From an optimization exercise on the open Yosys and OpenROAD flow, aimed at small area, a short achievable clock period and few clock cycles per item; shortcuts taken in it are not production practice.
Function was checked by simulation only, so behaviour that the tests miss may differ from the original.
Power and IR drop assume default switching activity.

==> flow/design.v (outline; a module is shown in full before it is edited, if it fits) <==
// module snc_alu_exec: 350 lines
// module snc_alu_mulcsa: 979 lines
// module snc_alu: 192 lines
module snc_alu (
    input  wire        clk,
    input  wire        rst,
    input  wire        in_valid,
    output wire        in_ready,
    input  wire [4:0]  op,
    input  wire        qb,
    input  wire [39:0] a,
    input  wire [39:0] b,
    input  wire [39:0] d,
    output reg         out_valid,
    output reg  [3:0]  out_trap,
    output reg  [39:0] out_word
);
  // ...
==> flow/flow/run.sh <==
#!/bin/bash
set -euo pipefail
bash standard.sh SETUP_SLACK_MARGIN=10 finish > orfs_make.log 2>&1
==> flow/standard.sh <==
#!/bin/bash
# synth_recipe.tcl (not shown) runs the flow's synth.tcl, then flattens the netlist and writes it again
# the make line also repeats each setting of config.mk as NAME=value (left out here)
make -C /OpenROAD-flow-scripts/flow DESIGN_CONFIG=/design/flow/config.mk WORK_HOME=/design/flow/orfs CLKGATE_MAP_FILE= SYNTH_SCRIPT=/design/flow/synth_recipe.tcl "${@:-finish}"
==> flow/config.mk <==
export PLATFORM = sky130hd
export DESIGN_NAME = snc_alu
export DESIGN_NICKNAME = snc_alu
export VERILOG_FILES = /design/flow/design.v
export SDC_FILE = /design/flow/constraint.sdc
export NUM_CORES = 4
export LEC_CHECK = 0
export CAP_MARGIN = 30
export CORE_MARGIN = 2
export CORE_UTILIZATION = 35
export PLACE_DENSITY = 0.55
export SLEW_MARGIN = 30
==> flow/constraint.sdc <==
create_clock -name core_clock -period 16.0 [get_ports {clk}]
set_input_delay 3.2000 -clock core_clock [delete_from_list [all_inputs] [get_ports {clk}]]
set_output_delay 3.2000 -clock core_clock [all_outputs]
set_load 0.01 [all_outputs]
==> metrics.md, run 1 <==
| Metric | Value |
|---|---|
| Die X | `399 µm` |
| Clk power | `1.42 mW` |
| Global Route Usage Sum | `36.3%` |
| Root Buffer | `clkbuf_16` |
| Reg2Reg Depth | `18` |
| Met1 Resource Use GR | `46.5%` |
| CP delay by family, top | `adder cells` |
| WL met2 | `123000 µm` |
| Post-route ant nets | `0` |
| Shortest period the worst path allows | `6.07 ns` |
| Sequential element share of the synthesized area | `22.6%` |
| Maximum number of pins on one net before global-route repair | `100` |
| Most common library cells after synthesis | `inv_1 (510), xnor2_1 (507), nor2_1 (422)` |
| Number of global-route vias before repair | `51800` |
| Lkg Pwr | `about 26 nW` |
| Combinational share of power | `63.0%` |
| Post-synthesis mux area share | `~3.6%` |
| Largest Pwr Group | `combinational cells` |
| Fin crit share | `~38%` |
| Slew @ Worst Pin | `between 1 and 1.5 ns` |
| Seq area share | `19.7%` |
| Rel. slew slack | `26.6%` |
| Multi-input gate share of total cell area | `about 62%` |
| Critical Path Max Stage Delay | `between 0.5 and 0.6 ns` |
| Met3 wire len | `around 34000 µm` |
| CP Launch Point | `a0[0]` |
| H-tree depth | `2` |
| Status | `complete, no violations` |
| Die Y-Extent | `399 µm` |
| Core Area | `roughly 150000 µm²` |
| DRC | `0` |
| Commonest non-fill, non-tap cell in the layout | `xnor2_1` |
| Synth area leader | `edfxtp_1` |
| Clock transition at path regs | `0.08 ns` |
Testbench counts, summed over its fixed seeds: cycles 29,476, items 24,000.
==> module snc_alu_exec, before the edit <==
module snc_alu_exec (
    input  wire [4:0]  op,
    input  wire        qb,
    input  wire [39:0] a,
    input  wire [39:0] b,
    input  wire [39:0] d,
    output reg  [3:0]  trap,       
    output wire [3:0]  hdr,        
    output reg  [3:0]  ty,         
    output wire        arith,      
    output reg  [1:0]  cls,        
    output wire        mul,        
    output wire        psign,      
    output wire        mbig,       
    output wire [1:0]  tpay,       
    output wire [33:0] ms,         
    output wire [33:0] mc,
    output reg  [33:0] x,
    output reg  [33:0] y,
    output reg         ci,
    output wire        selq,       
    output wire        selr,       
    output wire        ng,         
    output wire        need_div,   
    output wire [31:0] mag_a,
    output wire [31:0] mag_b,
    output wire        a_neg,
    output reg  [5:0]  na,         
    output reg  [5:0]  nb
);
    localparam [3:0] T_EMPTY = 4'h0, T_BOOL = 4'h1, T_INT = 4'h2, T_WORD = 4'h3,
                     T_REAL = 4'h4, T_DUR = 4'h5, T_STAMP = 4'h6, T_SLOT = 4'h7,
                     T_CODE = 4'h8, T_DATA = 4'h9, T_S16 = 4'hA, T_POISON = 4'hF;
    localparam [4:0] O_ADD = 5'd0,  O_SUB = 5'd1,  O_MUL = 5'd2,  O_DIV = 5'd3,
                     O_MOD = 5'd4,  O_NEG = 5'd5,  O_ABS = 5'd6,  O_MIN = 5'd7,
                     O_MAX = 5'd8,  O_LIM = 5'd9,
                     O_EQ  = 5'd10, O_NE  = 5'd11, O_LT  = 5'd12, O_LE  = 5'd13,
                     O_GT  = 5'd14, O_GE  = 5'd15,
                     O_AND = 5'd16, O_OR  = 5'd17, O_XOR = 5'd18, O_NOT = 5'd19,
                     O_ANDN = 5'd20, O_SHL = 5'd21, O_SHR = 5'd22, O_SAR = 5'd23,
                     O_ROL = 5'd24, O_ROR = 5'd25, O_POPC = 5'd26, O_CLZ = 5'd27,
                     O_BTST = 5'd28, O_BSET = 5'd29, O_BCLR = 5'd30, O_BPUT = 5'd31;
    localparam [3:0] C_NONE = 4'h0, C_POISON = 4'h3, C_EMPTY = 4'h7, C_TYPE = 4'h8,
                     C_OVERFLOW = 4'h9, C_DIVIDE = 4'hA;
    wire [3:0]  ta = a[35:32], tb = b[35:32], td = d[35:32];
    wire [31:0] pa = a[31:0],  pb = b[31:0],  pd = d[31:0];
    wire one_op = (op == O_NEG) || (op == O_ABS) || (op == O_NOT) ||
                  (op == O_POPC) || (op == O_CLZ);
    wire use_b  = !one_op;
    wire use_d  = (op == O_LIM) || (op == O_BPUT);
    reg bad_a, bad_b, bad_d;
    always @* begin
        bad_a = (ta == T_POISON) || (ta >= 4'hB) ||
                (ta == T_EMPTY && pa != 32'd0) || (ta == T_BOOL && pa[31:1] != 31'd0) ||
                (ta == T_SLOT && pa[31:18] != 14'd0) || (ta == T_DATA && pa[31:22] != 10'd0) ||
                (ta == T_CODE && pa[0]);
        bad_b = (tb == T_POISON) || (tb >= 4'hB) ||
                (tb == T_EMPTY && pb != 32'd0) || (tb == T_BOOL && pb[31:1] != 31'd0) ||
                (tb == T_SLOT && pb[31:18] != 14'd0) || (tb == T_DATA && pb[31:22] != 10'd0) ||
                (tb == T_CODE && pb[0]);
        bad_d = (td == T_POISON) || (td >= 4'hB) ||
                (td == T_EMPTY && pd != 32'd0) || (td == T_BOOL && pd[31:1] != 31'd0) ||
                (td == T_SLOT && pd[31:18] != 14'd0) || (td == T_DATA && pd[31:22] != 10'd0) ||
                (td == T_CODE && pd[0]);
    end
    wire is_poison = bad_a || (use_b && bad_b) || (use_d && bad_d);
    wire is_empty  = (ta == T_EMPTY) || (use_b && tb == T_EMPTY) || (use_d && td == T_EMPTY);
    wire f_or = a[38] | (use_b & b[38]) | (use_d & d[38]);
    wire s_or = a[39] | (use_b & b[39]) | (use_d & d[39]);
    wire [1:0] qa = a[37:36];
    wire [1:0] qbv = use_b ? b[37:36] : 2'd0;
    wire [1:0] qd = use_d ? d[37:36] : 2'd0;
    wire [1:0] q_ab = (qa > qbv) ? qa : qbv;
    wire [1:0] q_worst = (q_ab > qd) ? q_ab : qd;
    assign hdr = {s_or, f_or, qb ? 2'd0 : q_worst};
    wire a_num = (ta == T_INT) || (ta == T_WORD) || (ta == T_DUR);
    wire b_num = (tb == T_INT) || (tb == T_WORD) || (tb == T_DUR);
    wire d_num = (td == T_INT) || (td == T_WORD) || (td == T_DUR);
    wire a_iw  = (ta == T_INT) || (ta == T_WORD);
    wire b_iw  = (tb == T_INT) || (tb == T_WORD);
    wire a_bw  = (ta == T_BOOL) || (ta == T_WORD);
    wire b_bw  = (tb == T_BOOL) || (tb == T_WORD);
    wire b_cnt = b_iw;
    wire a_ord = a_num || (ta == T_STAMP);
    reg       ok;
    reg [3:0] rt;
    reg [3:0] nom;
    always @* begin
        ok  = 1'b0;
        rt  = T_INT;
        nom = T_INT;
        case (op)
            O_ADD, O_SUB: begin
                if (ta == tb && a_num) begin
                    ok = 1'b1; rt = ta;
                end else if (tb == T_INT && (ta == T_STAMP || ta == T_DATA || ta == T_SLOT)) begin
                    ok = 1'b1; rt = ta;
                end else if (op == O_SUB && ta == T_STAMP && tb == T_STAMP) begin
                    ok = 1'b1; rt = T_INT;
                end
                if (ok)                                                    nom = rt;
                else if (a_num || ta == T_STAMP || ta == T_DATA || ta == T_SLOT) nom = ta;
                else if (b_num)                                            nom = tb;
                else                                                       nom = T_INT;
            end
            O_MUL, O_DIV: begin
                if (ta == tb && a_iw) begin
                    ok = 1'b1; rt = ta;
                end else if (ta == T_DUR && tb == T_INT) begin
                    ok = 1'b1; rt = T_DUR;
                end
                if (ok)                        nom = rt;
                else if (a_iw || ta == T_DUR)  nom = ta;
                else if (b_iw)                 nom = tb;
                else                           nom = T_INT;
            end
            O_MOD: begin
                ok = (ta == tb) && a_iw;
                rt = ta;
                if (a_iw)      nom = ta;
                else if (b_iw) nom = tb;
                else           nom = T_INT;
            end
            O_NEG, O_ABS: begin
                ok = (ta == T_INT) || (ta == T_DUR);
                rt = ta;
                nom = ok ? ta : T_INT;
            end
            O_MIN, O_MAX: begin
                ok = a_num && (tb == ta);
                rt = ta;
                if (a_num)      nom = ta;
                else if (b_num) nom = tb;
                else            nom = T_INT;
            end
            O_LIM: begin
                ok = d_num && (ta == td) && (tb == td);
                rt = td;
                if (d_num)      nom = td;
                else if (a_num) nom = ta;
                else if (b_num) nom = tb;
                else            nom = T_INT;
            end
            O_EQ, O_NE: begin
                ok = (ta == tb) && (ta != T_REAL);
                rt = T_BOOL; nom = T_BOOL;
            end
            O_LT, O_LE, O_GT, O_GE: begin
                ok = (ta == tb) && a_ord;
                rt = T_BOOL; nom = T_BOOL;
            end
            O_AND, O_OR, O_XOR, O_ANDN: begin
                ok = a_bw && (tb == ta);
                rt = ta;
                if (a_bw)      nom = ta;
                else if (b_bw) nom = tb;
                else           nom = T_BOOL;
            end
            O_NOT: begin
                ok = a_bw;
                rt = ta;
                nom = ok ? ta : T_BOOL;
            end
            O_SHL, O_SHR, O_ROL, O_ROR, O_BSET, O_BCLR: begin
                ok = (ta == T_WORD) && b_cnt;
                rt = T_WORD; nom = T_WORD;
            end
            O_SAR: begin
                ok = (ta == T_INT) && b_cnt;
                rt = T_INT; nom = T_INT;
            end
            O_POPC, O_CLZ: begin
                ok = (ta == T_WORD);
                rt = T_INT; nom = T_INT;
            end
            O_BTST: begin
                ok = (ta == T_WORD) && b_cnt;
                rt = T_BOOL; nom = T_BOOL;
            end
            default: begin  
                ok = (td == T_WORD) && (ta == T_BOOL) && b_cnt;
                rt = T_WORD; nom = T_WORD;
            end
        endcase
    end
    wire checks_pass = !is_poison && !is_empty && ok;
    function [5:0] clz32;
        input [31:0] v;
        reg   [15:0] h;
        reg   [7:0]  q;
        reg   [3:0]  e;
        reg   [1:0]  w;
        reg   [4:0]  n;
        begin
            n[4] = (v[31:16] == 16'd0);
            h    = n[4] ? v[15:0] : v[31:16];
            n[3] = (h[15:8] == 8'd0);
            q    = n[3] ? h[7:0] : h[15:8];
            n[2] = (q[7:4] == 4'd0);
            e    = n[2] ? q[3:0] : q[7:4];
            n[1] = (e[3:2] == 2'd0);
            w    = n[1] ? e[1:0] : e[3:2];
            n[0] = !w[1];
            clz32 = (v == 32'd0) ? 6'd32 : {1'b0, n};
        end
    endfunction
    wire a_signed = (ta == T_INT) || (ta == T_DUR);
    wire b_signed = (tb == T_INT) || (tb == T_DUR);
    assign a_neg = a_signed & pa[31];
    wire b_neg = b_signed & pb[31];
    wire [33:0] xa = {{2{a_neg}}, pa};
    wire [33:0] xb = {{2{b_neg}}, pb};
    wire [31:0] la = pa ^ {32{a_neg}};
    wire [31:0] lb = pb ^ {32{b_neg}};
    integer i;
    always @* begin
        na = clz32(la);
        nb = clz32(lb);
    end
    wire div_zero = (pb == 32'd0);
    wire is_divop = (op == O_DIV) || (op == O_MOD);
    assign need_div = is_divop && checks_pass && !div_zero;
    assign mag_a = a_neg ? (32'd0 - pa) : pa;
    assign mag_b = b_neg ? (32'd0 - pb) : pb;
    assign selq = need_div && (op == O_DIV);
    assign selr = need_div && (op == O_MOD);
    assign ng = need_div && ((op == O_MOD) ? a_neg : (a_neg ^ b_neg));
    wire dz = is_divop && checks_pass && div_zero;
    assign tpay = {dz & a_neg, dz & !a_neg & (pa != 32'd0)};
    wire [33:0] m_s, m_c;
    snc_alu_mulcsa u_mul (.x(xa), .y(xb), .s(m_s), .c(m_c));
    assign psign = a_neg ^ b_neg;
    assign mbig  = (op == O_MUL) && (({1'b0, na} + {1'b0, nb}) <= 7'd30);
    assign mul   = (op == O_MUL);
    assign ms    = m_s & {34{mul}};
    assign mc    = m_c & {34{mul}};
    wire sgn = a_signed;
    wire [33:0] ca = {{2{sgn & pa[31]}}, pa};
    wire [33:0] cb = {{2{sgn & pb[31]}}, pb};
    wire [33:0] cd = {{2{sgn & pd[31]}}, pd};
    wire [33:0] dba = cb - ca;
    wire lt_ba = dba[33];                     
    wire lt_da = $signed(cd) < $signed(ca);   
    wire lt_bd = $signed(cb) < $signed(cd);   
    wire eq_lo = (pa[30:0] == pb[30:0]);
    wire eq    = eq_lo & (pa[31] == pb[31]);
    reg  c_lt, c_gt;
    always @* begin
        if (ta == T_STAMP) begin
            c_gt = dba[31] & !eq_lo;
            c_lt = !dba[31] & !eq;
        end else begin
            c_gt = lt_ba;
            c_lt = !lt_ba & !eq;
        end
    end
    wire [31:0] min_ab = lt_ba ? pb : pa;
    wire [31:0] max_ab = lt_ba ? pa : pb;
    wire [31:0] lim_r  = lt_da ? (lt_ba ? pb : pa) : (lt_bd ? pb : pd);
    wire [4:0]  k = pb[4:0];
    wire        left = (op == O_SHL) || (op == O_ROL);
    wire        rot  = (op == O_ROL) || (op == O_ROR);
    wire [31:0] pa_rev;
    genvar g;
    generate
        for (g = 0; g < 32; g = g + 1) begin : g_rev
            assign pa_rev[g] = pa[31 - g];
        end
    endgenerate
    wire [31:0] r_in = left ? pa_rev : pa;
    wire [63:0] r_w  = {r_in, r_in} >> k;
    wire [31:0] r_o  = r_w[31:0];
    wire [31:0] lmask = 32'hFFFF_FFFF >> k;          
    wire        fill = (op == O_SAR) & pa[31];
    wire [31:0] sh_r = rot ? r_o : ((r_o & lmask) | (~lmask & {32{fill}}));
    wire [31:0] sh_rev;
    generate
        for (g = 0; g < 32; g = g + 1) begin : g_rev2
            assign sh_rev[g] = sh_r[31 - g];
        end
    endgenerate
    wire [31:0] sh_out = left ? sh_rev : sh_r;
    wire [31:0] bit_k = 32'd1 << k;
    wire        bput  = (op == O_BPUT);
    wire [31:0] bbase = bput ? pd : pa;
    wire        bset  = (op == O_BSET) | (bput & pa[0]);
    wire [31:0] bit_r = bset ? (bbase | bit_k) : (bbase & ~bit_k);
    reg [5:0] popc;
    always @* begin
        popc = 6'd0;
        for (i = 0; i < 32; i = i + 1)
            popc = popc + {5'd0, pa[i]};
    end
    reg [31:0] pay;
    always @* begin
        case (op)
            O_MIN:  pay = min_ab;
            O_MAX:  pay = max_ab;
            O_LIM:  pay = lim_r;
            O_EQ:   pay = {31'd0, eq};
            O_NE:   pay = {31'd0, !eq};
            O_LT:   pay = {31'd0, c_lt};
            O_LE:   pay = {31'd0, c_lt | eq};
            O_GT:   pay = {31'd0, c_gt};
            O_GE:   pay = {31'd0, c_gt | eq};
            O_AND:  pay = pa & pb;
            O_OR:   pay = pa | pb;
            O_XOR:  pay = pa ^ pb;
            O_NOT:  pay = (ta == T_BOOL) ? {31'd0, ~pa[0]} : ~pa;
            O_ANDN: pay = pa & ~pb;
            O_POPC: pay = {26'd0, popc};
            O_CLZ:  pay = {26'd0, na};
            O_BTST: pay = {31'd0, r_o[0]};
            O_BSET, O_BCLR, O_BPUT: pay = bit_r;
            default: pay = sh_out;    
        endcase
    end
    wire stamp_diff = (ta == T_STAMP) && (tb == T_STAMP);
    wire is_arith = (op <= O_ABS);
    assign arith = is_arith;
    always @* begin
        if (is_poison)                   trap = C_POISON;
        else if (is_empty)               trap = C_EMPTY;
        else if (!ok)                    trap = C_TYPE;
        else if (is_divop && div_zero)   trap = C_DIVIDE;
        else                             trap = C_NONE;
        ty = checks_pass ? rt : nom;
        case (rt)
            T_INT, T_DUR: cls = stamp_diff ? 2'd0 : 2'd1;
            T_SLOT:       cls = 2'd2;
            T_DATA:       cls = 2'd3;
            default:      cls = 2'd0;
        endcase
        x  = 34'd0;
        y  = 34'd0;
        ci = 1'b0;
        case (op)
            O_ADD: begin x = xa; y = xb; end
            O_SUB: begin x = xa; y = ~xb; ci = 1'b1; end
            O_MUL: ;
            O_DIV, O_MOD: ;
            O_NEG: begin y = ~xa; ci = 1'b1; end
            O_ABS: begin
                if (a_neg) begin y = ~xa; ci = 1'b1; end
                else       x = xa;
            end
            default: x = {2'b00, pay};
        endcase
    end
endmodule
==> module snc_alu, before the edit <==
module snc_alu (
    input  wire        clk,
    input  wire        rst,
    input  wire        in_valid,
    output wire        in_ready,
    input  wire [4:0]  op,
    input  wire        qb,
    input  wire [39:0] a,
    input  wire [39:0] b,
    input  wire [39:0] d,
    output reg         out_valid,
    output reg  [3:0]  out_trap,
    output reg  [39:0] out_word
);
    reg        v0;
    reg [4:0]  op0;
    reg        qb0;
    reg [39:0] a0, b0, d0;
    reg        busy;           
    reg        rdy;            
    assign in_ready = rdy;
    always @(posedge clk) begin
        if (rst) begin
            v0 <= 1'b0;
        end else if (!busy) begin
            v0 <= in_valid;
        end
        if (!busy && in_valid) begin
            op0 <= op;
            qb0 <= qb;
            a0  <= a;
            b0  <= b;
            d0  <= d;
        end
    end
    wire [3:0]  e_trap;
    wire [3:0]  e_hdr;
    wire [3:0]  e_ty;
    wire        e_arith, e_mul, e_psign, e_mbig, e_ci, e_selq, e_selr, e_ng;
    wire [1:0]  e_cls, e_tpay;
    wire [33:0] e_x, e_y, e_ms, e_mc;
    wire        e_need_div, e_a_neg;
    wire [31:0] e_mag_a, e_mag_b;
    wire [5:0]  e_na, e_nb;
    snc_alu_exec u_exec (
        .op(op0), .qb(qb0), .a(a0), .b(b0), .d(d0),
        .trap(e_trap), .hdr(e_hdr), .ty(e_ty), .arith(e_arith), .cls(e_cls),
        .mul(e_mul), .psign(e_psign), .mbig(e_mbig), .tpay(e_tpay),
        .ms(e_ms), .mc(e_mc), .x(e_x), .y(e_y), .ci(e_ci), .selq(e_selq), .selr(e_selr), .ng(e_ng),
        .need_div(e_need_div), .mag_a(e_mag_a), .mag_b(e_mag_b), .a_neg(e_a_neg),
        .na(e_na), .nb(e_nb)
    );
    reg        v1;
    reg [3:0]  trap1;
    reg [3:0]  hdr1;
    reg [3:0]  ty1;
    reg        arith1, mul1, psign1, mbig1, ci1, selq1, selr1, ng1;
    reg [1:0]  cls1, tpay1;
    reg [33:0] x1, y1, ms1, mc1;
    always @(posedge clk) begin
        if (rst) begin
            v1 <= 1'b0;
        end else if (!busy) begin
            v1 <= v0;
        end
        if (!busy) begin
            trap1  <= e_trap;
            hdr1   <= e_hdr;
            ty1    <= e_ty;
            arith1 <= e_arith;
            cls1   <= e_cls;
            mul1   <= e_mul;
            psign1 <= e_psign;
            mbig1  <= e_mbig;
            tpay1  <= e_tpay;
            x1     <= e_x;
            ms1    <= e_ms;
            mc1    <= e_mc;
            y1     <= e_y;
            ci1    <= e_ci;
            selq1  <= e_selq;
            selr1  <= e_selr;
            ng1    <= e_ng;
        end
    end
    reg [31:0] rem;
    reg [31:0] quo;
    reg [32:0] dvb;
    reg [5:0]  na1, nb1;
    reg        an1;
    reg        aln;            
    reg [4:0]  cnt;
    wire [6:0] s_t  = {1'b0, e_nb} + {6'd0, e_a_neg} - {1'b0, e_na};
    wire [6:0] a_t  = {1'b0, nb1} + {6'd0, an1} - {1'b0, na1};
    wire [5:0] a_sh = {a_t[5:1], 1'b0};
    wire [4:0] a_k  = a_t[5:1] + 5'd1;
    wire [35:0] r_1 = {4'd0, rem} - {3'd0, dvb};
    wire [35:0] r_2 = {4'd0, rem} - {2'd0, dvb, 1'b0};
    wire [35:0] c_a = {4'd0, rem};
    wire [35:0] c_b = ~{3'd0, dvb};
    wire [35:0] c_c = ~{2'd0, dvb, 1'b0};
    wire [35:0] c_s = c_a ^ c_b ^ c_c;
    wire [35:0] c_k = {(c_a[34:0] & c_b[34:0]) | (c_c[34:0] & (c_a[34:0] ^ c_b[34:0])), 1'b0};
    wire [35:0] r_3p = {c_s[35:1], 1'b1} + {c_k[35:1], 1'b1};    
    wire [35:0] r_3 = {r_3p[35:1], c_s[0]};
    wire        ge3 = !r_3[35];
    wire        ge2 = !r_2[35];
    wire        ge1 = !r_1[35];
    wire [1:0]  digit = ge3 ? 2'd3 : ge2 ? 2'd2 : ge1 ? 2'd1 : 2'd0;
    wire        t3 = ge3;
    wire        t2 = ge2 & !ge3;
    wire        t1 = ge1 & !ge2;
    wire        t0 = !ge1;
    wire [31:0] rem_n = (r_3[31:0] & {32{t3}}) | (r_2[31:0] & {32{t2}}) |
                        (r_1[31:0] & {32{t1}}) | (rem & {32{t0}});
    wire start_div = v0 && e_need_div && !s_t[6];
    always @(posedge clk) begin
        if (rst) begin
            busy <= 1'b0;
            rdy  <= 1'b1;
        end else if (!busy) begin
            busy <= start_div;
            rdy  <= !start_div;
        end else if (aln) begin
            busy <= 1'b1;
            rdy  <= 1'b0;
        end else begin
            busy <= (cnt != 5'd1);
            rdy  <= (cnt == 5'd1);
        end
        if (!busy) begin
            rem <= e_mag_a;
            quo <= 32'd0;
            dvb <= {1'b0, e_mag_b};
            na1 <= e_na;
            nb1 <= e_nb;
            an1 <= e_a_neg;
            aln <= 1'b1;
        end else if (aln) begin
            dvb <= dvb << a_sh;
            cnt <= a_k;
            aln <= 1'b0;
        end else begin
            rem <= rem_n;
            quo <= {quo[29:0], digit};
            dvb <= {2'b00, dvb[32:2]};
            cnt <= cnt - 5'd1;
        end
    end
    wire [31:0] dres = (rem & {32{selr1}}) | (quo & {32{selq1}});
    wire [33:0] fx   = x1 | ms1;
    wire [33:0] fy   = y1 | mc1 | ({2'b00, dres} ^ {34{ng1}});
    wire        fci  = ci1 | ng1;
    wire [34:0] rp   = {fx, fci} + {fy, fci};    
    wire [33:0] r    = rp[34:1];
    reg        ovf;
    reg [31:0] sat;
    always @* begin
        case (cls1)
            2'd1: begin
                ovf = mbig1 || !((r[33] == r[32]) && (r[32] == r[31]));
                sat = (mul1 ? psign1 : r[33]) ? 32'h8000_0000 : 32'h7FFF_FFFF;
            end
            2'd2: begin
                ovf = r[33] || (r[32:18] != 15'd0);
                sat = r[33] ? 32'd0 : 32'h0003_FFFF;
            end
            2'd3: begin
                ovf = r[33] || (r[32:22] != 11'd0);
                sat = r[33] ? 32'd0 : 32'h003F_FFFF;
            end
            default: begin
                ovf = 1'b0;
                sat = 32'd0;
            end
        endcase
    end
    wire trapped = (trap1 != 4'd0);
    wire ovf_t   = !trapped && arith1 && ovf;
    wire use_r   = !trapped && !ovf_t;
    always @(posedge clk) begin
        if (rst) begin
            out_valid <= 1'b0;
        end else begin
            out_valid <= v1 && !busy;
        end
        out_trap <= trapped ? trap1 : (ovf_t ? 4'h9 : 4'h0);
        out_word <= {hdr1[3:2], use_r ? hdr1[1:0] : 2'd3, ty1,
                     (r[31:0] & {32{use_r}}) | (sat & {32{ovf_t}}) |
                     ({tpay1[1], {31{tpay1[0]}}} & {32{trapped}})};
    end
endmodule
==> inputs of run 2 (changes only) <==
--- a/flow/design.v
+++ b/flow/design.v
@@ -210,7 +210,7 @@
     wire b_neg = b_signed & pb[31];
     wire [33:0] xa = {{2{a_neg}}, pa};
     wire [33:0] xb = {{2{b_neg}}, pb};
-    wire [31:0] la = pa ^ {32{a_neg}};
+    wire [31:0] la = a_neg ? {~pa[30:0], 1'b1} : pa;
     wire [31:0] lb = pb ^ {32{b_neg}};
     integer i;
     always @* begin
@@ -230,7 +230,9 @@
     wire [33:0] m_s, m_c;
     snc_alu_mulcsa u_mul (.x(xa), .y(xb), .s(m_s), .c(m_c));
     assign psign = a_neg ^ b_neg;
-    assign mbig  = (op == O_MUL) && (({1'b0, na} + {1'b0, nb}) <= 7'd30);
+    wire [6:0] nab = {1'b0, na} + {1'b0, nb};
+    assign mbig  = (op == O_MUL) && (nab[6:5] == 2'd0) &&
+                   (a_neg ? (nab[4:0] < 5'd30) : (nab[4:0] != 5'd31));    
     assign mul   = (op == O_MUL);
     assign ms    = m_s & {34{mul}};
     assign mc    = m_c & {34{mul}};
@@ -285,12 +287,8 @@
     wire [31:0] bbase = bput ? pd : pa;
     wire        bset  = (op == O_BSET) | (bput & pa[0]);
     wire [31:0] bit_r = bset ? (bbase | bit_k) : (bbase & ~bit_k);
-    reg [5:0] popc;
-    always @* begin
-        popc = 6'd0;
-        for (i = 0; i < 32; i = i + 1)
-            popc = popc + {5'd0, pa[i]};
-    end
+    wire [5:0] pc_s, pc_c;
+    snc_alu_popcsa u_popc (.v(pa), .s(pc_s), .c(pc_c));
     reg [31:0] pay;
     always @* begin
         case (op)
@@ -308,7 +306,6 @@
             O_XOR:  pay = pa ^ pb;
             O_NOT:  pay = (ta == T_BOOL) ? {31'd0, ~pa[0]} : ~pa;
             O_ANDN: pay = pa & ~pb;
-            O_POPC: pay = {26'd0, popc};
             O_CLZ:  pay = {26'd0, na};
             O_BTST: pay = {31'd0, r_o[0]};
             O_BSET, O_BCLR, O_BPUT: pay = bit_r;
@@ -339,6 +336,7 @@
             O_SUB: begin x = xa; y = ~xb; ci = 1'b1; end
             O_MUL: ;
             O_DIV, O_MOD: ;
+            O_POPC: begin x = {28'd0, pc_s}; y = {28'd0, pc_c}; end
             O_NEG: begin y = ~xa; ci = 1'b1; end
             O_ABS: begin
                 if (a_neg) begin y = ~xa; ci = 1'b1; end
@@ -1327,6 +1325,76 @@
     assign s[33] = fs543;
     assign c[33] = fc542;
 endmodule
+module snc_alu_popcsa (
+    input  wire [31:0] v,
+    output wire [5:0]  s,
+    output wire [5:0]  c
+);
+    wire [3:0] q0 = v[3:0];
+    wire [2:0] n0 = {1'b0, 1'b0, q0[0]} + {1'b0, 1'b0, q0[1]} + {1'b0, 1'b0, q0[2]} + {1'b0, 1'b0, q0[3]};
+    wire [3:0] q1 = v[7:4];
+    wire [2:0] n1 = {1'b0, 1'b0, q1[0]} + {1'b0, 1'b0, q1[1]} + {1'b0, 1'b0, q1[2]} + {1'b0, 1'b0, q1[3]};
+    wire [3:0] q2 = v[11:8];
+    wire [2:0] n2 = {1'b0, 1'b0, q2[0]} + {1'b0, 1'b0, q2[1]} + {1'b0, 1'b0, q2[2]} + {1'b0, 1'b0, q2[3]};
+    wire [3:0] q3 = v[15:12];
+    wire [2:0] n3 = {1'b0, 1'b0, q3[0]} + {1'b0, 1'b0, q3[1]} + {1'b0, 1'b0, q3[2]} + {1'b0, 1'b0, q3[3]};
+    wire [3:0] q4 = v[19:16];
+    wire [2:0] n4 = {1'b0, 1'b0, q4[0]} + {1'b0, 1'b0, q4[1]} + {1'b0, 1'b0, q4[2]} + {1'b0, 1'b0, q4[3]};
+    wire [3:0] q5 = v[23:20];
+    wire [2:0] n5 = {1'b0, 1'b0, q5[0]} + {1'b0, 1'b0, q5[1]} + {1'b0, 1'b0, q5[2]} + {1'b0, 1'b0, q5[3]};
+    wire [3:0] q6 = v[27:24];
+    wire [2:0] n6 = {1'b0, 1'b0, q6[0]} + {1'b0, 1'b0, q6[1]} + {1'b0, 1'b0, q6[2]} + {1'b0, 1'b0, q6[3]};
+    wire [3:0] q7 = v[31:28];
+    wire [2:0] n7 = {1'b0, 1'b0, q7[0]} + {1'b0, 1'b0, q7[1]} + {1'b0, 1'b0, q7[2]} + {1'b0, 1'b0, q7[3]};
+    wire ps1 = n0[0] ^ n1[0] ^ n2[0];
+    wire pc2 = (n0[0] & n1[0]) | (n2[0] & (n0[0] ^ n1[0]));
+    wire ps3 = n0[1] ^ n1[1] ^ n2[1];
+    wire pc4 = (n0[1] & n1[1]) | (n2[1] & (n0[1] ^ n1[1]));
+    wire qs5 = n3[1] ^ n4[1];
+    wire qc6 = n3[1] & n4[1];
+    wire ps7 = n0[2] ^ n1[2] ^ n2[2];
+    wire pc8 = (n0[2] & n1[2]) | (n2[2] & (n0[2] ^ n1[2]));
+    wire ps9 = n3[2] ^ n4[2] ^ n5[2];
+    wire pc10 = (n3[2] & n4[2]) | (n5[2] & (n3[2] ^ n4[2]));
+    wire ps11 = n3[0] ^ n4[0] ^ n5[0];
+    wire pc12 = (n3[0] & n4[0]) | (n5[0] & (n3[0] ^ n4[0]));
+    wire ps13 = n5[1] ^ n6[1] ^ n7[1];
+    wire pc14 = (n5[1] & n6[1]) | (n7[1] & (n5[1] ^ n6[1]));
+    wire qs15 = ps3 ^ qs5;
+    wire qc16 = ps3 & qs5;
+    wire ps17 = n6[2] ^ n7[2] ^ ps7;
+    wire pc18 = (n6[2] & n7[2]) | (ps7 & (n6[2] ^ n7[2]));
+    wire ps19 = ps9 ^ pc4 ^ qc6;
+    wire pc20 = (ps9 & pc4) | (qc6 & (ps9 ^ pc4));
+    wire qs21 = n6[0] ^ n7[0];
+    wire qc22 = n6[0] & n7[0];
+    wire ps23 = pc2 ^ ps13 ^ pc12;
+    wire pc24 = (pc2 & ps13) | (pc12 & (pc2 ^ ps13));
+    wire ps25 = pc14 ^ ps17 ^ ps19;
+    wire pc26 = (pc14 & ps17) | (ps19 & (pc14 ^ ps17));
+    wire ps27 = pc8 ^ pc10 ^ pc18;
+    wire pc28 = (pc8 & pc10) | (pc18 & (pc8 ^ pc10));
+    wire qs29 = ps1 ^ ps11;
+    wire qc30 = ps1 & ps11;
+    wire ps31 = qc22 ^ qs15 ^ ps23;
+    wire pc32 = (qc22 & qs15) | (ps23 & (qc22 ^ qs15));
+    wire ps33 = qc16 ^ pc24 ^ ps25;
+    wire pc34 = (qc16 & pc24) | (ps25 & (qc16 ^ pc24));
+    wire ps35 = pc20 ^ ps27 ^ pc26;
+    wire pc36 = (pc20 & ps27) | (pc26 & (pc20 ^ ps27));
+    assign s[0] = qs21;
+    assign c[0] = qs29;
+    assign s[1] = ps31;
+    assign c[1] = qc30;
+    assign s[2] = ps33;
+    assign c[2] = pc32;
+    assign s[3] = ps35;
+    assign c[3] = pc34;
+    assign s[4] = pc28;
+    assign c[4] = pc36;
+    assign s[5] = 1'b0;
+    assign c[5] = 1'b0;
+endmodule
 module snc_alu (
     input  wire        clk,
     input  wire        rst,
@@ -1415,14 +1483,10 @@
     reg [31:0] rem;
     reg [31:0] quo;
     reg [32:0] dvb;
-    reg [5:0]  na1, nb1;
-    reg        an1;
-    reg        aln;            
     reg [4:0]  cnt;
-    wire [6:0] s_t  = {1'b0, e_nb} + {6'd0, e_a_neg} - {1'b0, e_na};
-    wire [6:0] a_t  = {1'b0, nb1} + {6'd0, an1} - {1'b0, na1};
-    wire [5:0] a_sh = {a_t[5:1], 1'b0};
-    wire [4:0] a_k  = a_t[5:1] + 5'd1;
+    wire [6:0] s_t  = {1'b0, e_nb} - {1'b0, e_na};
+    wire [5:0] s_sh = {s_t[5:1], 1'b0};
+    wire [4:0] s_k  = s_t[5:1] + 5'd1;
     wire [35:0] r_1 = {4'd0, rem} - {3'd0, dvb};
     wire [35:0] r_2 = {4'd0, rem} - {2'd0, dvb, 1'b0};
     wire [35:0] c_a = {4'd0, rem};
@@ -1450,9 +1514,6 @@
         end else if (!busy) begin
             busy <= start_div;
             rdy  <= !start_div;
-        end else if (aln) begin
-            busy <= 1'b1;
-            rdy  <= 1'b0;
         end else begin
             busy <= (cnt != 5'd1);
             rdy  <= (cnt == 5'd1);
@@ -1460,15 +1521,8 @@
         if (!busy) begin
             rem <= e_mag_a;
             quo <= 32'd0;
-            dvb <= {1'b0, e_mag_b};
-            na1 <= e_na;
-            nb1 <= e_nb;
-            an1 <= e_a_neg;
-            aln <= 1'b1;
-        end else if (aln) begin
-            dvb <= dvb << a_sh;
-            cnt <= a_k;
-            aln <= 1'b0;
+            dvb <= {1'b0, e_mag_b} << s_sh;
+            cnt <= s_k;
         end else begin
             rem <= rem_n;
             quo <= {quo[29:0], digit};
==> flow/flow/run.sh (replaced) <==
#!/bin/bash
set -euo pipefail
bash standard.sh SETUP_SLACK_MARGIN=10.5 ABC_AREA=1 finish > orfs_make.log 2>&1
==> metrics.md, run 2 <==
| Metric | Value |
|---|---|
| PD cells | `134 nW/µm² (was 124 nW/µm²)` |
| Clock power share | `15.1% (was 18.4%)` |
| Status | `complete, no violations (unchanged)` |
| Routed WL | `272000 µm (was 298000 µm)` |
| Buf+Inv Stages, Crit Path | `4 (was 3)` |
| Net Switching | `4.23 mW (was 3.63 mW)` |
| Startpoint Class | `register (unchanged)` |
| Synthesized area per cell | `7.28 µm² (was 8.68 µm²)` |
| Crit path DAT | `5.96 ns (was 6.55 ns)` |
| Via count | `56000 (was 54500)` |
| Main area contributors after synthesis | `edfxtp_1 (16%), fa_1 (11%), nand2_1 (9.5%) (was edfxtp_1 (18%), fa_1 (10%), ha_1 (9.6%))` |
| Internal power | `4.17 mW (was 4.13 mW)` |
| Initial Utilization | `35.2% (was 35.3%)` |
| Antenna violations before repair | `20 (unchanged)` |
| Slowest-stage cell, CP | `edfxtp_1 (was fa_1)` |
| Fillers | `15500 (was 15600)` |
| Register area | `11500 µm² (was 12300 µm²)` |
| Final Hold Viols | `0 (unchanged)` |
| Clock transition at path regs | `0.06 ns (was 0.08 ns)` |
| Slew Limit Fails | `0 (unchanged)` |
| Num rows | `142 (was 144)` |
| Shortest period the worst path allows | `5.49 ns (was 6.07 ns)` |
| DP Worst Slack | `7.50 ns (was 8.83 ns)` |
| CP delay by family, top | `simple AND/OR/NAND/NOR gates (was adder cells)` |
| Fin crit share | `34.3% (was 37.9%)` |
| Clk latency of the worst-skew pair | `0.71 ns (was 0.73 ns)` |
| Layout Nets | `8267 (was 7165)` |
| Cells after DPL | `9174 (was 8231)` |
| Cells after synthesis | `7247 (was 6297)` |
| PortBufs | `174 (unchanged)` |
| Iter 0 DRT Violations | `6966 (was 7331)` |
| Share of layout cells above drive strength 1 | `11.5% (was 10.3%)` |
| Core Area | `150000 µm² (was 155000 µm²)` |
| Mapped Area | `52700 µm² (was 54600 µm²)` |
| Global Route Usage Sum | `34.2% (was 36.3%)` |
| Root Buffer | `clkbuf_16 (unchanged)` |
| Peak VDD IR | `0.185 mV (was 0.104 mV)` |
| DRC | `0 (unchanged)` |
| Syn. warnings | `2 (unchanged)` |
| Synth area leader | `edfxtp_1 (unchanged)` |
| CP Class | `register to register (unchanged)` |
| Switching Fraction | `50.4% (was 46.7%)` |
| Post-detail-place hpwl | `197000 µm (was 216000 µm)` |
| Hold buffer count at CTS | `0 (unchanged)` |
| Post-synth ARST share | `0% (unchanged)` |
| Die X | `392 µm (was 399 µm)` |
| Vias per cell | `5.86 (was 6.46)` |
| Share of Yosys cell area claimed by the top area cell type | `16.1% (was 18.5%)` |
| Fin Setup TNS | `0 ns (unchanged)` |
| Flops & latches, synth | `434 (was 448)` |
| Post-route ant nets | `0 (unchanged)` |
| Commonest non-fill, non-tap cell in the layout | `nand2_1 (was xnor2_1)` |
| Setup ws final | `10.51 ns (was 9.93 ns)` |
| Leading cell types in the layout, fill and taps excluded | `nand2_1 (1295), inv_1 (878), o21ai_0 (583) (was xnor2_1 (503), inv_1 (495), ha_1 (415))` |
| Clk buf depth | `3 (unchanged)` |
| Max-cap viol count | `0 (unchanged)` |
| H-tree depth | `2 (unchanged)` |
| Clk sinks | `434 (was 448)` |
| Most common library cells after synthesis | `nand2_1 (1329), inv_1 (913), o21ai_0 (641) (was inv_1 (510), xnor2_1 (507), nor2_1 (422))` |
| Required time of the critical path | `16.47 ns (was 16.48 ns)` |
| Synth unique cells | `69 (was 105)` |
| Slew @ Worst Pin | `1.11 ns (was 1.10 ns)` |
| Syn_nets | `8021 (was 7132)` |
| Top FF cell, synth | `edfxtp_1 (unchanged)` |
| Most common cell on crit path | `nand2_1 (was fa_2)` |
| CP endpoint kind | `register (unchanged)` |
| Worst min path class | `register to register (unchanged)` |
| Final std cells w/o fill | `9561 (was 8431)` |
| GPL Wtd Cong | `1.02 (was 1.04)` |
| Combinational share of power | `67.8% (was 63.0%)` |
| Max Freq | `0.182 GHz (was 0.165 GHz)` |
| Maximum number of pins on one net before global-route repair | `98 (was 100)` |
| Crit-path cells | `clkinv_4, buf_8, ha_1, inv_1, nor2_1, nand2_1, nor3_1, nand2_1, nor3_1, nand3_1, nor3_1, nand3_2, nand3_1, o2111ai_1, nand2_1, nand4_1, buf_4, nor2_4, nand2_1, nor3_2 (was buf_12, clkinv_16, ha_4, inv_2, fa_1, fa_2, fa_1, fa_2, fa_1, fa_2, fa_2, fa_2, xnor2_2, a221oi_2, o211ai_1, a221oi_2, a31oi_1, or3_1)` |
| Post-synth EDFFs | `283 (was 336)` |
| Clock tree from TritonCTS | `built (unchanged)` |
| Grt total ovfl | `0 (unchanged)` |
| Die Y-Extent | `392 µm (was 399 µm)` |
| Lkg Pwr | `27.9 nW (was 25.5 nW)` |
| Global-route wire length before repair | `380000 µm (was 411000 µm)` |
| Die area | `154000 µm² (was 159000 µm²)` |
| Final setup skew | `0.0544 ns (was 0.0633 ns)` |
| I/O pins | `175 (unchanged)` |
| Final Setup Violations | `0 (unchanged)` |
| Post-DR wirelength/cell | `28.4 µm (was 35.3 µm)` |
| Number of global-route vias before repair | `52400 (was 51800)` |
| Reg2reg setup slack | `10.51 ns (was 9.93 ns)` |
| Critical Path Max Stage Delay | `0.43 ns (was 0.55 ns)` |
| Multi-input logic area | `36900 µm² (was 39000 µm²)` |
| RSZ-0062 raised after global routing | `true (unchanged)` |
| P&R area growth vs syn | `19.0% (was 14.6%)` |
| Total CTS buffers | `53 (was 58)` |
| Rel. slew slack | `25.5% (was 26.6%)` |
| Count leader, synth | `nand2_1 (was inv_1)` |
| Sequential element share of the synthesized area | `21.9% (was 22.6%)` |
| Drt pass-1 iters | `9 (was 6)` |
| Seq pwr share | `17.1% (was 18.7%)` |
| CP max FO | `48 (was 2)` |
-- run 2: cell count changes after synthesis, moves of 139 or more --
cell and change:
o22ai_1 +292, nand2_1 +951, xnor2_1 -446, o21ai_0 +351, inv_1 +403, a22oi_1 -301, nand3_1 +139, xor2_1 +395
-- run 2: routing by layer --
| layer | global-route usage, % | vias up | routed length (µm) |
|---|---|---|---|
| li1 | - | 24900 | - |
| met1 | 44.5 | 26800 | 108000 |
| met2 | 50.6 | 3491 | 113000 |
| met3 | 9.19 | 852 | 31300 |
| met4 | 19.9 | 20 | 19800 |
| met5 | 0 | - | 128 |
-- run 2: power groups by stage --
stage	clock [mW]	sequential, mW	combinational, mW
after global placement	0	1.46	5.27
after floorplan	0	1.40	3.59
after detailed placement	0	1.46	5.29
after global routing	1.33	1.44	6.30
final	1.27	1.44	5.70
after CTS	1.30	1.44	5.47
-- run 2: area by class of cell --
type | count | share of cell area [%]
Clock buffer | 78 | 2.53
Clock inverter | 22 | 0.371
Inverter | 957 | 6.01
Multi-Input combinational cell | 5429 | 58.8
Timing Repair Buffer | 613 | 9.86
Timing Repair inverter | 5 | 0.0559
Sequential cell | 434 | 18.4
Tap cell | 2016 | 4.02
Antenna cell | 7 | 0.0279
-- run 2: kinds of logic after synthesis --
group	count (synthesis)	synth area share, %
AOI/OAI and AO/OA	1819	20.4
xor gates and xnor gates	538	8.94
adders and majority gates	645	19.4
buffers and inverters	1391	10.1
DFF	434	21.9
muxes	10	0.190
and+or+nand+nor	2410	19.2
-- run 2: path summary, 6_finish.rpt --
check	end	start	cells past startpoint
worst min register to register	out_word[32]	ty1[0]	0
worst min-delay path	out_word[32]	ty1[0]	0
worst max-delay path	tpay1[0]	b0[0]	20
worst max register to register	tpay1[0]	b0[0]	20
-- run 2: repair_timing --
action,in CTS,in global routing
cloned,23,12
endpoints found under the setup margin,132,111
endpoints found under the hold margin,0,0
pin swaps,33,70
buffers inserted,102,143
resized for setup,226,204
-- run 2: metrics by stage --
| step | util (%) | cell area, µm² | hold slack (ns) | power (mW) |
|---|---|---|---|---|
| final | 41.9 | 62700 | 0.339 | 8.41 |
| after global routing | 41.9 | 62700 | 0.349 | 9.08 |
| after CTS | 40.5 | 60600 | 0.342 | 8.21 |
| after detailed placement | 37.9 | 56700 | 0.329 | 6.76 |
| after global placement | 37.8 | 56700 | 0.326 | 6.73 |
| after floorplan | - | 52800 | 0.323 | 4.99 |
-- run 2: worst reg2reg max path, delay by kind of cell (launching register included) --
| kind | cells | cell delay [ns] |
|---|---|---|
| flops | 1 | 0.43 |
| simple gates | 14 | 3.55 |
| buf+inv | 4 | 0.76 |
| fa+ha+maj | 1 | 0.42 |
| compound gates | 1 | 0.10 |
Testbench counts of run 2, summed over its fixed seeds: cycles 28,623, items 24,000.
==> inputs of run 3 (changes only) <==
--- a/flow/design.v
+++ b/flow/design.v
@@ -19,7 +19,9 @@
     output reg  [33:0] y,
     output reg         ci,
     output wire        selq,       
+    output wire        selqn,      
     output wire        selr,       
+    output wire        selrn,      
     output wire        ng,         
     output wire        need_div,   
     output wire [31:0] mag_a,
@@ -210,21 +212,26 @@
     wire b_neg = b_signed & pb[31];
     wire [33:0] xa = {{2{a_neg}}, pa};
     wire [33:0] xb = {{2{b_neg}}, pb};
-    wire [31:0] la = a_neg ? {~pa[30:0], 1'b1} : pa;
-    wire [31:0] lb = pb ^ {32{b_neg}};
+    wire [5:0] na_p = clz32(pa);
+    wire [5:0] na_n = clz32({~pa[30:0], 1'b1});
+    wire [5:0] nb_p = clz32(pb);
+    wire [5:0] nb_n = clz32(~pb);
     integer i;
     always @* begin
-        na = clz32(la);
-        nb = clz32(lb);
+        na = a_neg ? na_n : na_p;
+        nb = b_neg ? nb_n : nb_p;
     end
     wire div_zero = (pb == 32'd0);
     wire is_divop = (op == O_DIV) || (op == O_MOD);
     assign need_div = is_divop && checks_pass && !div_zero;
     assign mag_a = a_neg ? (32'd0 - pa) : pa;
     assign mag_b = b_neg ? (32'd0 - pb) : pb;
-    assign selq = need_div && (op == O_DIV);
-    assign selr = need_div && (op == O_MOD);
-    assign ng = need_div && ((op == O_MOD) ? a_neg : (a_neg ^ b_neg));
+    wire q_ng = a_neg ^ b_neg;
+    assign selq = need_div && (op == O_DIV) && !q_ng;
+    assign selqn = need_div && (op == O_DIV) && q_ng;
+    assign selr = need_div && (op == O_MOD) && !a_neg;
+    assign selrn = need_div && (op == O_MOD) && a_neg;
+    assign ng = selqn || selrn;
     wire dz = is_divop && checks_pass && div_zero;
     assign tpay = {dz & a_neg, dz & !a_neg & (pa != 32'd0)};
     wire [33:0] m_s, m_c;
@@ -1434,6 +1441,7 @@
     wire [3:0]  e_hdr;
     wire [3:0]  e_ty;
     wire        e_arith, e_mul, e_psign, e_mbig, e_ci, e_selq, e_selr, e_ng;
+    wire        e_selqn, e_selrn;
     wire [1:0]  e_cls, e_tpay;
     wire [33:0] e_x, e_y, e_ms, e_mc;
     wire        e_need_div, e_a_neg;
@@ -1444,6 +1452,7 @@
         .trap(e_trap), .hdr(e_hdr), .ty(e_ty), .arith(e_arith), .cls(e_cls),
         .mul(e_mul), .psign(e_psign), .mbig(e_mbig), .tpay(e_tpay),
         .ms(e_ms), .mc(e_mc), .x(e_x), .y(e_y), .ci(e_ci), .selq(e_selq), .selr(e_selr), .ng(e_ng),
+        .selqn(e_selqn), .selrn(e_selrn),
         .need_div(e_need_div), .mag_a(e_mag_a), .mag_b(e_mag_b), .a_neg(e_a_neg),
         .na(e_na), .nb(e_nb)
     );
@@ -1451,7 +1460,7 @@
     reg [3:0]  trap1;
     reg [3:0]  hdr1;
     reg [3:0]  ty1;
-    reg        arith1, mul1, psign1, mbig1, ci1, selq1, selr1, ng1;
+    reg        arith1, mul1, psign1, mbig1, ci1, selq1, selr1, ng1, selqn1, selrn1;
     reg [1:0]  cls1, tpay1;
     reg [33:0] x1, y1, ms1, mc1;
     always @(posedge clk) begin
@@ -1477,6 +1486,8 @@
             ci1    <= e_ci;
             selq1  <= e_selq;
             selr1  <= e_selr;
+            selqn1 <= e_selqn;
+            selrn1 <= e_selrn;
             ng1    <= e_ng;
         end
     end
@@ -1530,9 +1541,10 @@
             cnt <= cnt - 5'd1;
         end
     end
-    wire [31:0] dres = (rem & {32{selr1}}) | (quo & {32{selq1}});
+    wire [31:0] dres = (rem & {32{selr1}}) | (~rem & {32{selrn1}}) |
+                       (quo & {32{selq1}}) | (~quo & {32{selqn1}});
     wire [33:0] fx   = x1 | ms1;
-    wire [33:0] fy   = y1 | mc1 | ({2'b00, dres} ^ {34{ng1}});
+    wire [33:0] fy   = y1 | mc1 | {{2{ng1}}, dres};
     wire        fci  = ci1 | ng1;
     wire [34:0] rp   = {fx, fci} + {fy, fci};    
     wire [33:0] r    = rp[34:1];
==> flow/flow/run.sh (replaced) <==
#!/bin/bash
set -euo pipefail
bash standard.sh SETUP_SLACK_MARGIN=11 ABC_AREA=1 finish > orfs_make.log 2>&1
==> metrics.md, run 3 <==
| Metric | Value |
|---|---|
| Internal power | `4.15 mW (was 4.17 mW)` |
| Drt pass-1 iters | `9 (unchanged)` |
| GR met3 Demand/Resource | `12.0% (was 9.19%)` |
| Die area | `157000 µm² (was 154000 µm²)` |
| Top FF cell, synth | `edfxtp_1 (unchanged)` |
| CP Depth | `24 (was 20)` |
| Num rows | `143 (was 142)` |
| H-tree depth | `2 (unchanged)` |
| Synth area leader | `edfxtp_1 (unchanged)` |
| Placed instance area | `57500 µm² (was 56700 µm²)` |
| Worst min path class | `register to register (unchanged)` |
| Met1 Resource Use GR | `46.0% (was 44.5%)` |
| Switching Fraction | `50.1% (was 50.4%)` |
| Crit path DAT | `5.67 ns (was 5.96 ns)` |
| Status | `complete, no violations (unchanged)` |
| Shortest period the worst path allows | `5.20 ns (was 5.49 ns)` |
| GPL Wtd Cong | `1.04 (was 1.02)` |
| Die X | `396 µm (was 392 µm)` |
| Combinational share of power | `66.3% (was 67.8%)` |
| Maximum number of pins on one net before global-route repair | `106 (was 98)` |
| Number of global-route vias before repair | `55900 (was 52400)` |
| Lkg Pwr | `28.4 nW (was 27.9 nW)` |
| Rel. slew slack | `23.8% (was 25.5%)` |
| Fillers | `15800 (was 15500)` |
| Final Hold Viols | `0 (unchanged)` |
| Count leader, synth | `nand2_1 (unchanged)` |
| Clk buf depth | `3 (unchanged)` |
| Hold buffer count at CTS | `0 (unchanged)` |
| Fin crit share | `32.5% (was 34.3%)` |
| Required time of the critical path | `16.47 ns (about the same)` |
| Sequential element share of the synthesized area | `21.6% (was 21.9%)` |
| Critical Path Max Stage Delay | `0.61 ns (was 0.43 ns)` |
| Net Switching | `4.17 mW (was 4.23 mW)` |
| Iter 0 DRT Violations | `8069 (was 6966)` |
| Crit-path cells | `buf_12, inv_8, buf_12, buf_12, ha_4, inv_16, buf_6, o22ai_4, xor2_2, fa_1, fa_1, fa_1, fa_2, xor2_2, xor2_1, xnor2_1, xor2_1, inv_1, nand2_1, nand2_2, inv_2, nand2_2, a21oi_2, nor2_1 (was clkinv_4, buf_8, ha_1, inv_1, nor2_1, nand2_1, nor3_1, nand2_1, nor3_1, nand3_1, nor3_1, nand3_2, nand3_1, o2111ai_1, nand2_1, nand4_1, buf_4, nor2_4, nand2_1, nor3_2)` |
| PD cells | `129 nW/µm² (was 134 nW/µm²)` |
| Startpoint Class | `register (unchanged)` |
| Slew Limit Fails | `0 (unchanged)` |
| Met2 Use GR | `53.7% (was 50.6%)` |
| Root Buffer | `clkbuf_16 (unchanged)` |
| Via count | `58800 (was 56000)` |
| Max-cap viol count | `0 (unchanged)` |
| Share of Yosys cell area claimed by the top area cell type | `15.9% (was 16.1%)` |
| Main area contributors after synthesis | `edfxtp_1 (16%), fa_1 (11%), nand2_1 (9.3%) (was edfxtp_1 (16%), fa_1 (11%), nand2_1 (9.5%))` |
| Syn_nets | `8206 (was 8021)` |
| Routed WL | `297000 µm (was 272000 µm)` |
| Global Route Usage Sum | `36.8% (was 34.2%)` |
| Post-route ant nets | `0 (unchanged)` |
| Total CTS buffers | `54 (was 53)` |
| Most common library cells after synthesis | `nand2_1 (1334), inv_1 (868), nor2_1 (583) (was nand2_1 (1329), inv_1 (913), o21ai_0 (641))` |
| RSZ-0062 raised after global routing | `true (unchanged)` |
| Clk sinks | `436 (was 434)` |
| CP delay by family, top | `adder cells (was simple AND/OR/NAND/NOR gates)` |
| Post-DR wirelength/cell | `30.6 µm (was 28.4 µm)` |
| Post-synth EDFFs | `285 (was 283)` |
| Peak VDD IR | `0.163 mV (was 0.185 mV)` |
| I/O pins | `175 (unchanged)` |
| Leading cell types in the layout, fill and taps excluded | `nand2_1 (1309), inv_1 (822), nor2_1 (554) (was nand2_1 (1295), inv_1 (878), o21ai_0 (583))` |
| Commonest non-fill, non-tap cell in the layout | `nand2_1 (unchanged)` |
| Syn. warnings | `2 (unchanged)` |
| Mapped Area | `53700 µm² (was 52700 µm²)` |
| Cells after synthesis | `7431 (was 7247)` |
| Seq pwr share | `17.2% (was 17.1%)` |
| Final setup skew | `0.0383 ns (was 0.0544 ns)` |
| Worst hold path depth | `0 (unchanged)` |
| P&R area growth vs syn | `19.7% (was 19.0%)` |
| DRC | `0 (unchanged)` |
| Vias per cell | `6.05 (was 5.86)` |
| Slew @ Worst Pin | `1.13 ns (was 1.11 ns)` |
| Fin Setup TNS | `0 ns (unchanged)` |
| Grt total ovfl | `0 (unchanged)` |
| Share of layout cells above drive strength 1 | `12.1% (was 11.5%)` |
| Post-detail-place hpwl | `209000 µm (was 197000 µm)` |
| PortBufs | `174 (unchanged)` |
| CP max FO | `8 (was 48)` |
| GRT Max-Usage Layer | `met2 (unchanged)` |
| Final instance area | `64300 µm² (was 62700 µm²)` |
| Reg2Reg Depth | `24 (was 20)` |
| Final Setup Violations | `0 (unchanged)` |
| Clock power share | `16.5% (was 15.1%)` |
| Clock tree from TritonCTS | `built (unchanged)` |
| Initial Utilization | `35.3% (was 35.2%)` |
| Die Y-Extent | `396 µm (was 392 µm)` |
| Clock transition at path regs | `0.06 ns (about the same)` |
| CP endpoint kind | `register (unchanged)` |
| Synthesized area per cell | `7.22 µm² (was 7.28 µm²)` |
| Global-route wire length before repair | `415000 µm (was 380000 µm)` |
| Layout Nets | `8410 (was 8267)` |
| Register area | `11600 µm² (was 11500 µm²)` |
| Post-synth ARST share | `0% (unchanged)` |
| Max Freq | `0.192 GHz (was 0.182 GHz)` |
| Synth unique cells | `74 (was 69)` |
| Flops & latches, synth | `436 (was 434)` |
| Buf+Inv Stages, Crit Path | `8 (was 4)` |
| Final Core Density | `42.3% (was 41.9%)` |
| Slowest-stage cell, CP | `fa_1 (was edfxtp_1)` |
| Core Area | `152000 µm² (was 150000 µm²)` |
| Multi-input logic area | `38000 µm² (was 36900 µm²)` |
| CP Class | `register to register (unchanged)` |
| Clk latency of the worst-skew pair | `0.72 ns (was 0.71 ns)` |
| Antenna violations before repair | `24 (was 20)` |
-- run 3: cell count changes after synthesis, moves of 32 or more --
cell and delta:
o21ai_0 -234, inv_1 -45, clkbuf_1 -65, o21ai_1 +158
nand3_1 +144, nor3_1 +32, nor2_1 +58, buf_2 +46
a21oi_1 +33
-- run 3: worst paths after layout --
path           start  slack (ns)      endpoint
max reg2reg    b0[2]       10.80       ms1[33]
min          hdr1[3]        0.35  out_word[39]
min reg2reg  hdr1[3]        0.35  out_word[39]
max            b0[2]       10.80       ms1[33]
-- run 3: worst reg2reg max path, stage by stage, from the launching register on --
cell and delay, ns:
edfxtp_1 0.39, buf_12 0.14, inv_8 0.04, buf_12 0.12
buf_12 0.14, ha_4 0.34, inv_16 0.06, buf_6 0.14
o22ai_4 0.17, xor2_2 0.16, fa_1 0.46, fa_1 0.61
fa_1 0.49, fa_2 0.41, xor2_2 0.16, xor2_1 0.22
xnor2_1 0.16, xor2_1 0.20, inv_1 0.07, nand2_1 0.08
nand2_2 0.11, inv_2 0.07, nand2_2 0.05, a21oi_2 0.13
nor2_1 0.05
-- run 3: what timing repair did --
action,in CTS,in global routing
endpoints found under the setup margin,240,189
pin swaps,43,77
gates cloned,30,4
buffers inserted,163,67
gates resized for setup,337,204
-- run 3: cells by family after synthesis --
| kind of cell | share of synthesized area, % |
|---|---|
| AO/OA/AOI/OAI | 19.4 |
| buffers and inverters | 10.0 |
| AND/OR/NAND/NOR | 21.6 |
| flip-flops | 21.6 |
| adder cells (fa/ha/maj) | 19.0 |
| multiplexers | 0.112 |
| XOR/XNOR | 8.26 |
-- run 3: cell type report --
type	instances	area share (%)
Clock buffer	65	2.23
Clock inverter	34	0.763
Timing Repair inverter	4	0.0604
Multi-Input combinational cell	5621	59.0
Inverter	934	6.07
Antenna cell	12	0.0467
Sequential cell	436	18.0
Timing Repair Buffer	584	9.80
Tap cell	2030	3.95
-- run 3: power groups by stage --
stage | registers, mW | logic, mW | clock network (mW)
after floorplan | 1.39 | 3.51 | 0
after global placement | 1.46 | 5.01 | 0
after detailed placement | 1.46 | 5.02 | 0
after CTS | 1.43 | 5.25 | 1.39
after global routing | 1.43 | 6.11 | 1.43
final | 1.43 | 5.52 | 1.37
-- run 3: per-stage QoR --
stage | hold slack [ns] | std cells | power, mW | worst slack, ns
final | 0.346 | 9720 | 8.31 | 10.80
after global routing | 0.347 | 9708 | 8.97 | 10.62
after CTS | 0.347 | 9637 | 8.07 | 10.87
after detailed placement | 0.333 | 9345 | 6.48 | 8.70
after global placement | 0.327 | 9345 | 6.47 | 8.77
after floorplan | 0.323 | 7431 | 4.91 | 10.50
-- run 3: metal layers --
layer | wire, µm | share of wire, %
met4 | 25100 | 8.4
met5 | 191 | 0.064
met3 | 37700 | 13
met1 | 112000 | 38
met2 | 122000 | 41
Testbench counts of run 3, summed over its fixed seeds: cycles 28,623, items 24,000.
==> inputs of run 4 (changes only) <==
==> flow/flow/run.sh (replaced) <==
#!/bin/bash
set -euo pipefail
bash standard.sh SETUP_SLACK_MARGIN=11 ABC_AREA=1 \
    'BUFFER_PORTS_ARGS=-buffer_cell sky130_fd_sc_hd__buf_2' finish > orfs_make.log 2>&1
==> metrics.md, run 4 <==
| Metric | Value |
|---|---|
| Required time of the critical path | `16.43 ns (was 16.47 ns)` |
| Clk latency of the worst-skew pair | `0.74 ns (was 0.72 ns)` |
| Total CTS buffers | `54 (unchanged)` |
| Post-route ant nets | `0 (unchanged)` |
| Most common library cells after synthesis | `nand2_1 (1334), inv_1 (868), nor2_1 (583) (unchanged)` |
| Status | `complete, no violations (unchanged)` |
| RSZ-0062 raised after global routing | `true (unchanged)` |
| Lkg Pwr | `28.9 nW (was 28.4 nW)` |
| Layout Nets | `8490 (was 8410)` |
| Peak VDD IR | `0.117 mV (was 0.163 mV)` |
| Flops & latches, synth | `436 (unchanged)` |
| Max-cap viol count | `0 (unchanged)` |
| Routed WL | `302000 µm (was 297000 µm)` |
| Number of global-route vias before repair | `55800 (was 55900)` |
| Post-DR wirelength/cell | `30.8 µm (was 30.6 µm)` |
| Clock transition at path regs | `0.06 ns (about the same)` |
| Post-synth ARST share | `0% (unchanged)` |
| GPL Wtd Cong | `1.05 (was 1.04)` |
| Shortest period the worst path allows | `5.15 ns (was 5.20 ns)` |
| Final Hold Viols | `0 (unchanged)` |
| Startpoint Class | `register (unchanged)` |
| Maximum number of pins on one net before global-route repair | `100 (was 106)` |
| Fin crit share | `32.2% (was 32.5%)` |
| I/O pins | `175 (unchanged)` |
| Die X | `396 µm (unchanged)` |
| Final Setup Violations | `0 (unchanged)` |
| Grt total ovfl | `0 (unchanged)` |
| Global-route wire length before repair | `417000 µm (was 415000 µm)` |
| Post-detail-place hpwl | `209000 µm (about the same)` |
| Vias per cell | `6.11 (was 6.05)` |
| Final setup skew | `0.0662 ns (was 0.0383 ns)` |
| Core Area | `152000 µm² (unchanged)` |
| Iter 0 DRT Violations | `9164 (was 8069)` |
| Root Buffer | `clkbuf_16 (unchanged)` |
| Fillers | `15800 (about the same)` |
| Via count | `59900 (was 58800)` |
| Crit path DAT | `5.58 ns (was 5.67 ns)` |
| Multi-input logic area | `38100 µm² (was 38000 µm²)` |
| CP max FO | `12 (was 8)` |
| Share of layout cells above drive strength 1 | `15.5% (was 12.1%)` |
| Register area | `11600 µm² (unchanged)` |
| CP endpoint kind | `register (unchanged)` |
| Syn_nets | `8206 (unchanged)` |
| Top FF cell, synth | `edfxtp_1 (unchanged)` |
| Main area contributors after synthesis | `edfxtp_1 (16%), fa_1 (11%), nand2_1 (9.3%) (unchanged)` |
| Antenna violations before repair | `24 (unchanged)` |
| Commonest non-fill, non-tap cell in the layout | `nand2_1 (unchanged)` |
| Num rows | `143 (unchanged)` |
| Rel. slew slack | `20.8% (was 23.8%)` |
| Hold WS | `0.349 ns (was 0.346 ns)` |
| Post-synth EDFFs | `285 (unchanged)` |
| Synth area leader | `edfxtp_1 (unchanged)` |
| Clk sinks | `436 (unchanged)` |
| Die Y-Extent | `396 µm (unchanged)` |
| Slew Limit Fails | `0 (unchanged)` |
| Clock tree from TritonCTS | `built (unchanged)` |
| Mapped Area | `53700 µm² (unchanged)` |
| PortBufs | `174 (unchanged)` |
| Final std cells w/o fill | `9804 (was 9720)` |
| Max Freq | `0.194 GHz (was 0.192 GHz)` |
| Fin Setup TNS | `0 ns (unchanged)` |
| Count leader, synth | `nand2_1 (unchanged)` |
| Final Total Pwr | `8.44 mW (was 8.31 mW)` |
| Cells after synthesis | `7431 (unchanged)` |
| P&R area growth vs syn | `20.0% (was 19.7%)` |
| Placed instance area | `56700 µm² (was 57500 µm²)` |
| Global Route Usage Sum | `37.0% (was 36.8%)` |
| Share of Yosys cell area claimed by the top area cell type | `15.9% (unchanged)` |
| CP Class | `register to register (unchanged)` |
| Sequential element share of the synthesized area | `21.6% (unchanged)` |
| Clk buf depth | `3 (unchanged)` |
| Final instance area | `64400 µm² (was 64300 µm²)` |
| Syn. warnings | `2 (unchanged)` |
| Cells after DPL | `9357 (was 9345)` |
| Die area | `157000 µm² (unchanged)` |
| Setup ws final | `10.85 ns (was 10.80 ns)` |
| Synthesized area per cell | `7.22 µm² (unchanged)` |
| Slew @ Worst Pin | `1.18 ns (was 1.13 ns)` |
| Worst min path class | `register to register (unchanged)` |
| Initial Utilization | `35.3% (unchanged)` |
| Drt pass-1 iters | `8 (was 9)` |
| Synth unique cells | `74 (unchanged)` |
| DRC | `0 (unchanged)` |
| Leading cell types in the layout, fill and taps excluded | `nand2_1 (1303), inv_1 (821), nor2_1 (545) (was nand2_1 (1309), inv_1 (822), nor2_1 (554))` |
| Final Core Density | `42.4% (was 42.3%)` |
| H-tree depth | `2 (unchanged)` |
| PD cells | `131 nW/µm² (was 129 nW/µm²)` |
| DP Worst Slack | `8.73 ns (was 8.70 ns)` |
-- run 4: cell counts after synthesis --
Identical to the previous run, type by type.
-- run 4: critical path, cell delays in order, from the launching register on --
cell        delay [ns]
edfxtp_1          0.41
buf_12            0.18
clkinvlp_4        0.09
buf_4             0.28
o21ai_2           0.11
nand2_2           0.12
buf_12            0.18
o22ai_1           0.10
xor2_1            0.19
fa_1              0.56
fa_2              0.56
inv_2             0.04
fa_2              0.53
fa_2              0.44
fa_1              0.49
inv_1             0.05
fa_1              0.48
nor2_1            0.04
-- run 4: cell type report --
cell class | instances | area share, %
Sequential cell | 436 | 18.0
Timing Repair Buffer | 657 | 9.78
Clock buffer | 62 | 2.18
Clock inverter | 39 | 0.808
Multi-Input combinational cell | 5624 | 59.2
Timing Repair inverter | 8 | 0.107
Tap cell | 2030 | 3.94
Inverter | 934 | 6.00
Antenna cell | 14 | 0.0544
-- run 4: final timing paths --
path                              start           end  slack, ns  cells after the start
worst max-delay path             b0[10]       ms1[30]      10.85                     17
worst min-delay path            hdr1[3]  out_word[39]       0.35                      0
worst max register to register   b0[10]       ms1[30]      10.85                     17
worst min register to register  hdr1[3]  out_word[39]       0.35                      0
-- run 4: report_power, final --
part | internal, mW | switching, mW | total, mW
logic | 2.07 | 3.58 | 5.65
clock network | 0.770 | 0.583 | 1.35
registers | 1.31 | 0.122 | 1.44
total | 4.16 | 4.28 | 8.44
-- run 4: metal layers --
metal	GRT usage [%]	wire length, µm	vias up	share of wire (%)
met3	14.0	41700	1254	14
met2	53.0	121000	4435	40
met5	0	338	-	0.11
li1	-	-	25700	-
met4	24.2	25700	32	8.5
met1	46.3	114000	28400	38
-- run 4: cell families (layout without fill, tap and decap cells) --
kind of cell / after synthesis / after routing / share of synthesized area (%)
other: 0 / 14 / 0
AOI/OAI and AO/OA: 1762 / 1762 / 19.4
xor gates and xnor gates: 506 / 506 / 8.26
DFF: 436 / 436 / 21.6
muxes: 6 / 6 / 0.112
adders and majority gates: 646 / 646 / 19.0
and+or+nand+nor: 2698 / 2704 / 21.6
buffers and inverters: 1377 / 1700 / 10.0
-- run 4: timing repair --
action | 4_1_cts | 5_1_grt
buffers inserted | 190 | 97
resized for setup | 399 | 207
cloned | 35 | 9
hold endpoints to repair | 0 | 0
hold buffers | 0 | 0
pin swaps | 67 | 83
setup endpoints to repair | 125 | 122

[separate check: timing with driven ports]
How much do the figures lean on ideal ports? The routed layouts below were timed once more, with nothing changed but the port constraints.
Step 1, drivers: a clkbuf_16 drives clk and a buf_2 each remaining input, both assumed.
Step 2 also shifts input and output timing later by t, the mid clock arrival at the registers, as if the neighbouring blocks saw the same clock.
a / b / c = ideal / step 1 / step 2; a / b = the first two.
run	t (ns)	setup WS [ns]	latest minus earliest clock arrival (ns)
run 1	0.786	9.930 / 9.930 / 9.873	0.064 / 0.064
run 2	0.768	10.508 / 10.508 / 10.152	0.056 / 0.056
run 3	0.790	10.798 / 10.798 / 10.446	0.040 / 0.039
run 4	0.790	10.847 / 10.847 / 10.539	0.066 / 0.066
After both steps every run listed still meets setup and hold. For run 2, which loses most, drivers alone change the setup slack by 0.000 ns; drivers and shift together by -0.356 ns.
